This is an optimization exercise on Yosys and OpenROAD, whose aim is small area, a short achievable clock period and few clock cycles per item, not a production implementation. Only simulation tests tie the RTL to the original design; equivalence was not proved.

== run A ==
Design ime_ks, start of the top module:
module ime_ks (
  input  wire         clk,
  input  wire         rst,          
  input  wire         key_we,
  input  wire [2:0]   key_idx,
  input  wire [31:0]  key_wdata,
  input  wire         req_valid,
  output wire         req_ready,
  input  wire [15:0]  req_epoch,
  input  wire [2:0]   req_port,
  input  wire [28:0]  req_line,
  output wire         ks_valid,
  input  wire         ks_ready,
  output wire [1:0]   ks_blk,
  output wire [127:0] ks_data
);
Size in the first run: roughly 4200 flip-flops.
export LEC_CHECK = 0
export ABC_CLOCK_PERIOD_IN_PS = 3400
export CAP_MARGIN = 20
export CORE_MARGIN = 2
export CORE_UTILIZATION = 55
export SETUP_SLACK_MARGIN = 4.6
export SLEW_MARGIN = 20
create_clock -name core_clock -period 8.0 [get_ports {clk}]
standard.sh (not shown) runs the stock make flow with config.mk's settings and CLKGATE_MAP_FILE= SYNTH_SCRIPT=/design/flow/synth_recipe.tcl, a recipe that flattens the netlist after the stock synthesis.
==> flow/flow/run.sh <==
#!/bin/bash
# Own flow: the standard layout (standard.sh) with two changes:
#  - synthesis runs flow/my_synth.tcl: the standard synthesis script with
#    Yosys's default ABC mapping script in place of ORFS's speed script
#    (same flip-flops and register names);
#  - the detailed router gets more antenna repair iterations.
set -euo pipefail
W=$(pwd)
sed -e "s#SYNTH_SCRIPT=[^ ]*#SYNTH_SCRIPT=$W/flow/my_synth.tcl MAX_REPAIR_ANTENNAS_ITER_DRT=15#" standard.sh > own.sh
grep -q "SYNTH_SCRIPT=$W/flow/my_synth.tcl" own.sh
bash own.sh > layout.log 2>&1
==> flow/flow/my_synth.tcl <==
# The standard synthesis (synth_recipe.tcl, which runs ORFS's synth.tcl), with
# one change: the technology mapping uses Yosys's default ABC script (area
# oriented, with the clock period as delay target) instead of ORFS's speed
# script. Everything else, flip-flop mapping and register names included, is
# the standard synthesis.
proc abc {args} {
  set out {}
  set skip 0
  foreach a $args {
    if {$skip} { set skip 0; continue }
    if {$a eq "-script"} { set skip 1; continue }
    lappend out $a
  }
  yosys abc {*}$out
}
source [file join [file dirname [file normalize [info script]]] .. synth_recipe.tcl]
Both conditions hold for run A: the flow ran to the end and the final layout passed the timing, DRC and antenna checks.
Testbench counts of run A, summed over its fixed seeds: cycles 3,232, items 384.
> inputs changed (run A -> run B)
# run A
export LEC_CHECK = 0
export ABC_CLOCK_PERIOD_IN_PS = 3400
export CAP_MARGIN = 20
export CORE_MARGIN = 2
export CORE_UTILIZATION = 55
export SETUP_SLACK_MARGIN = 4.6
export SLEW_MARGIN = 20
create_clock -name core_clock -period 8.0 [get_ports {clk}]
# run B
export LEC_CHECK = 0
export ABC_CLOCK_PERIOD_IN_PS = 3400
export CAP_MARGIN = 20
export CORE_MARGIN = 2
export CORE_UTILIZATION = 55
export SETUP_SLACK_MARGIN = 4.6
export SLEW_MARGIN = 80
create_clock -name core_clock -period 8.0 [get_ports {clk}]
Results
- The final reports for run B and run A show largest fanout of any net on the critical path lower in the former.
- Going from run A to run B, number of multi-input combinational cells in the layout ~0 delta; area added between synthesis and finish has increased.
- Taking run A over run B, the total setup buffers inserted after CTS ratio works out to 0.69.
- Run A was smaller in final cell area than run B.
--- input diff run B..run C ---
# run B
export LEC_CHECK = 0
export ABC_CLOCK_PERIOD_IN_PS = 3400
export CAP_MARGIN = 20
export CORE_MARGIN = 2
export CORE_UTILIZATION = 55
export SETUP_SLACK_MARGIN = 4.6
export SLEW_MARGIN = 80
create_clock -name core_clock -period 8.0 [get_ports {clk}]
# run C
export LEC_CHECK = 0
export ABC_CLOCK_PERIOD_IN_PS = 3400
export CAP_MARGIN = 20
export CORE_MARGIN = 2
export CORE_UTILIZATION = 55
export SETUP_SLACK_MARGIN = 4.6
export SLEW_MARGIN = 20
create_clock -name core_clock -period 8.0 [get_ports {clk}]
==> flow/flow/run.sh <==
#!/bin/bash
# Own flow: the standard layout (standard.sh), with more antenna repair
# iterations for the detailed router.
set -euo pipefail
sed -e "s#SYNTH_SCRIPT=\([^ ]*\)#SYNTH_SCRIPT=\1 MAX_REPAIR_ANTENNAS_ITER_DRT=15#" standard.sh > own.sh
grep -q "MAX_REPAIR_ANTENNAS_ITER_DRT=15" own.sh
bash own.sh > layout.log 2>&1
removed: flow/flow/my_synth.tcl
==> comparison <==
Diff run B -> run C | sequential share of layout area | increase of 3.6 points
Going from run B to run C, the total detailed-routing wirelength was found to have gone up by 12000 um.
Synthesized cell count of run C exceeds that of run B by more than 10%.
Between run B and run C, the clock skew is higher for run C.
As of run C, number of well taps had risen by more than 10% compared to run B.
Per the comparison of run C with run B, placed cell area fell about 10%; core occupancy in the finished layout lower.
In the flow results for run B and run C, the weighted congestion reported at the end of routability-driven placement is smaller on run B.
Run C: via count normalized by instance count is about 1.6% higher than what run B reported.
| minimum setup slack among reg-to-reg paths | run C vs run B | better |
The critical path start-end classification comes out flop to output pin in one run and flop to flop in the other, namely in run C and run B respectively.
Modified inputs, run D compared to run C
# run C
export LEC_CHECK = 0
export ABC_CLOCK_PERIOD_IN_PS = 3400
export CAP_MARGIN = 20
export CORE_MARGIN = 2
export CORE_UTILIZATION = 55
export SETUP_SLACK_MARGIN = 4.6
export SLEW_MARGIN = 20
create_clock -name core_clock -period 8.0 [get_ports {clk}]
# run D
export LEC_CHECK = 0
export ABC_CLOCK_PERIOD_IN_PS = 3400
export CAP_MARGIN = 20
export CORE_MARGIN = 2
export CORE_UTILIZATION = 55
export SETUP_SLACK_MARGIN = 4.6
export SLEW_MARGIN = 60
create_clock -name core_clock -period 8.0 [get_ports {clk}]
==> flow/flow/run.sh <==
#!/bin/bash
# Own flow: the standard layout (standard.sh) with two changes:
#  - synthesis runs flow/my_synth.tcl: the standard synthesis script with
#    Yosys's default ABC mapping script in place of ORFS's speed script
#    (same flip-flops and register names);
#  - the detailed router gets more antenna repair iterations.
set -euo pipefail
W=$(pwd)
sed -e "s#SYNTH_SCRIPT=[^ ]*#SYNTH_SCRIPT=$W/flow/my_synth.tcl MAX_REPAIR_ANTENNAS_ITER_DRT=15#" standard.sh > own.sh
grep -q "SYNTH_SCRIPT=$W/flow/my_synth.tcl" own.sh
bash own.sh > layout.log 2>&1
==> flow/flow/my_synth.tcl (new file) <==
# The standard synthesis (synth_recipe.tcl, which runs ORFS's synth.tcl), with
# one change: the technology mapping uses Yosys's default ABC script (area
# oriented, with the clock period as delay target) instead of ORFS's speed
# script. Everything else, flip-flop mapping and register names included, is
# the standard synthesis.
proc abc {args} {
  set out {}
  set skip 0
  foreach a $args {
    if {$skip} { set skip 0; continue }
    if {$a eq "-script"} { set skip 1; continue }
    lappend out $a
  }
  yosys abc {*}$out
}
source [file join [file dirname [file normalize [info script]]] .. synth_recipe.tcl]
==> comparison <==
Delta(setup slack, run D - run C) > 0. Via density per instance of run D falls short of that of run C by a few percent. Lower total length of routed met2 wires goes to run D over run C. Looking at adder-cell share of the synthesized area across run C and run D, the one that comes out lower is run D. Final-stage net count ended up 2508 lower on run D than on run C. Simple-gate area share of the yosys netlist: higher on run C.

---

== job 4695 ==
ime_ks, a different RTL version from the one above (not shown whole).
For scale: roughly 4200 flip-flops, ~270000 sq um of cells after synthesis.
==> flow/config.mk <==
export PLATFORM = sky130hd
export DESIGN_NAME = ime_ks
export DESIGN_NICKNAME = ime_ks
export VERILOG_FILES = /design/flow/design.v
export SDC_FILE = /design/flow/constraint.sdc
export NUM_CORES = 8
export LEC_CHECK = 0
export ABC_CLOCK_PERIOD_IN_PS = 3400
export CAP_MARGIN = 20
export CORE_MARGIN = 2
export CORE_UTILIZATION = 55
export SETUP_SLACK_MARGIN = 4.6
export SLEW_MARGIN = 45
==> flow/constraint.sdc <==
create_clock -name core_clock -period 8.0 [get_ports {clk}]
set_input_delay 1.6000 -clock core_clock [delete_from_list [all_inputs] [get_ports {clk}]]
set_output_delay 1.6000 -clock core_clock [all_outputs]
set_load 0.01 [all_outputs]
==> flow/flow/run.sh <==
#!/bin/bash
# Own flow: the standard layout (standard.sh) with three changes:
#  - synthesis runs flow/my_synth.tcl: the standard synthesis script with
#    Yosys's default ABC mapping script in place of ORFS's speed script
#    (same flip-flops and register names);
#  - after global placement, flow/near_pins.tcl moves the registers that
#    drive output ports next to those ports (ORFS's PRE_RESIZE hook);
#  - the detailed router gets more antenna repair iterations.
set -euo pipefail
W=$(pwd)
export PRE_RESIZE_TCL=$W/flow/near_pins.tcl
sed -e "s#SYNTH_SCRIPT=[^ ]*#SYNTH_SCRIPT=$W/flow/my_synth.tcl MAX_REPAIR_ANTENNAS_ITER_DRT=15#" standard.sh > own.sh
grep -q "SYNTH_SCRIPT=$W/flow/my_synth.tcl" own.sh
bash own.sh > layout.log 2>&1
==> flow/flow/my_synth.tcl <==
# The standard synthesis (synth_recipe.tcl, which runs ORFS's synth.tcl), with
# one change: the technology mapping uses Yosys's default ABC script (area
# oriented, with the clock period as delay target) instead of ORFS's speed
# script. Everything else, flip-flop mapping and register names included, is
# the standard synthesis.
proc abc {args} {
  set out {}
  set skip 0
  foreach a $args {
    if {$skip} { set skip 0; continue }
    if {$a eq "-script"} { set skip 1; continue }
    lappend out $a
  }
  yosys abc {*}$out
}
source [file join [file dirname [file normalize [info script]]] .. synth_recipe.tcl]
==> flow/flow/near_pins.tcl <==
# PRE_RESIZE hook (after global placement, before the first repair_design):
# put each flip-flop whose output drives only an output port's buffer on the
# spot of that buffer, next to the pin; detailed placement later legalizes it.
# These registers' paths to the outputs have the least slack, and the global
# placer leaves them near the logic that feeds them instead.
set block [ord::get_db_block]
set moved 0
foreach inst [$block getInsts] {
  if {![[$inst getMaster] isSequential]} continue
  set q [$inst findITerm Q]
  if {$q eq "NULL" || $q eq ""} continue
  set net [$q getNet]
  if {$net eq "NULL" || $net eq ""} continue
  set iterms [$net getITerms]
  if {[llength $iterms] != 2} continue
  foreach it $iterms {
    set other [$it getInst]
    if {[$other getName] eq [$inst getName]} continue
    if {![string match output* [$other getName]]} continue
    lassign [$other getLocation] x y
    $inst setLocation $x $y
    incr moved
  }
}
puts "near_pins: moved $moved flip-flops next to their output buffers"
Job 4695 completed end to end with timing, DRC and antenna clean.
Testbench counts of job 4695, summed over its fixed seeds: cycles 3,232, items 384.
Edits applied to the flow inputs when going from job 4695 to job 291:
- ABC_CLOCK_PERIOD_IN_PS: 3400 -> 3000
- SETUP_SLACK_MARGIN: 4.6 -> 5
- CTS_CLUSTER_DIAMETER: unset -> 80
- CTS_CLUSTER_SIZE: unset -> 20
Results
- Going from job 4695 to job 291, antenna diode count fell 30; number of stages on the worst setup path fell 11; utilization after layout rose 5.9 points; area growth from synthesis to final layout rose 11 points.
- Going from job 4695 to job 291, worst hold-check slack about even; clock-pin slew on the worst setup and hold paths rose 0.02 ns.
- Global-route usage, job 291 and job 4695, higher one = job 291.
Input-level comparison between job 7044 and job 291:
- changing SETUP_SLACK_MARGIN from 5 to 4.8
- removing CTS_CLUSTER_DIAMETER (formerly 80)
- changing ABC_CLOCK_PERIOD_IN_PS from 3000 to 3200
- changing CORE_UTILIZATION from 55 to 62
- removing CTS_CLUSTER_SIZE (formerly 20)
--- outcome ---
- Job 7044 vs. job 291: clock network latency to the later pin of the worst-skew pair rose by 0.03 ns; worst setup slack fell by 0.056 ns; critical path depth rose by 10.
- Min number of non-clock buffers across job 291 and job 7044: job 7044
- Job 7044 — first-pass GRT wire length 3.9% lower, job 291 as reference
- Job 7044 against job 291: ratio of final minimum period to clock period +0.70 points, wire length on met3 went up by 7.3%.
Input changes introduced in job 864 (baseline for comparison: job 7044):
- swapping 62 for 55 in CORE_UTILIZATION
==> comparison <==
On adder and majority cell fraction of the synthesized area, job 864 and job 7044 are neck and neck.
Delta (job 864 minus job 7044): met1 layer wirelength in the final routing rose about 11%, total area of sequential cells about even.
As far as clock period minus worst slack is concerned, job 864 and job 7044 perform about the same.
Die area | job 864 > job 7044
Higher critical path depth in cells was reported by job 7044, not job 864.
Relative to job 7044, count of clock-buffer cells in the layout has gone up in job 864.
Between job 7044 and job 864, the worst setup slack figures differ only marginally.

-- port drivers added, routing unchanged --
The results above use ideal ports. As a check the final layouts listed here were re-extracted and re-timed, cells and wires unchanged.
Step 1 assumes that a clkbuf_16 drives the clock port and a buf_2 every other input.
Step 2 moves the port delays by t, midway between the first and last clock arrival at a register: inputs arrive t later, outputs are due t later. That takes back most of the time a late clock gives input paths.
a / b / c = ideal / step 1 / step 2; a / b = the first two.
run	t (ns)	setup WS [ns]	hold slack, ns
run A	1.185	4.029 / 3.896 / 3.784	0.422 / 0.422 / 0.422
run B	1.208	4.120 / 4.120 / 3.806	0.425 / 0.425 / 0.425
run C	1.245	4.090 / 3.955 / 3.677	0.410 / 0.410 / 0.410
run D	1.175	4.352 / 4.225 / 3.768	0.422 / 0.422 / 0.422
job 4695	1.179	4.540 / 4.526 / 3.721	0.421 / 0.421 / 0.421
job 291	1.134	4.745 / 4.622 / 4.056	0.420 / 0.420 / 0.420
job 7044	1.153	4.688 / 4.602 / 3.918	0.414 / 0.414 / 0.414
job 864	1.186	4.685 / 4.561 / 3.937	0.423 / 0.423 / 0.423
After both steps setup and hold are still met in every run listed. The setup slack of job 4695, which loses most, moves by -0.014 ns with the drivers and by -0.819 ns with both steps.
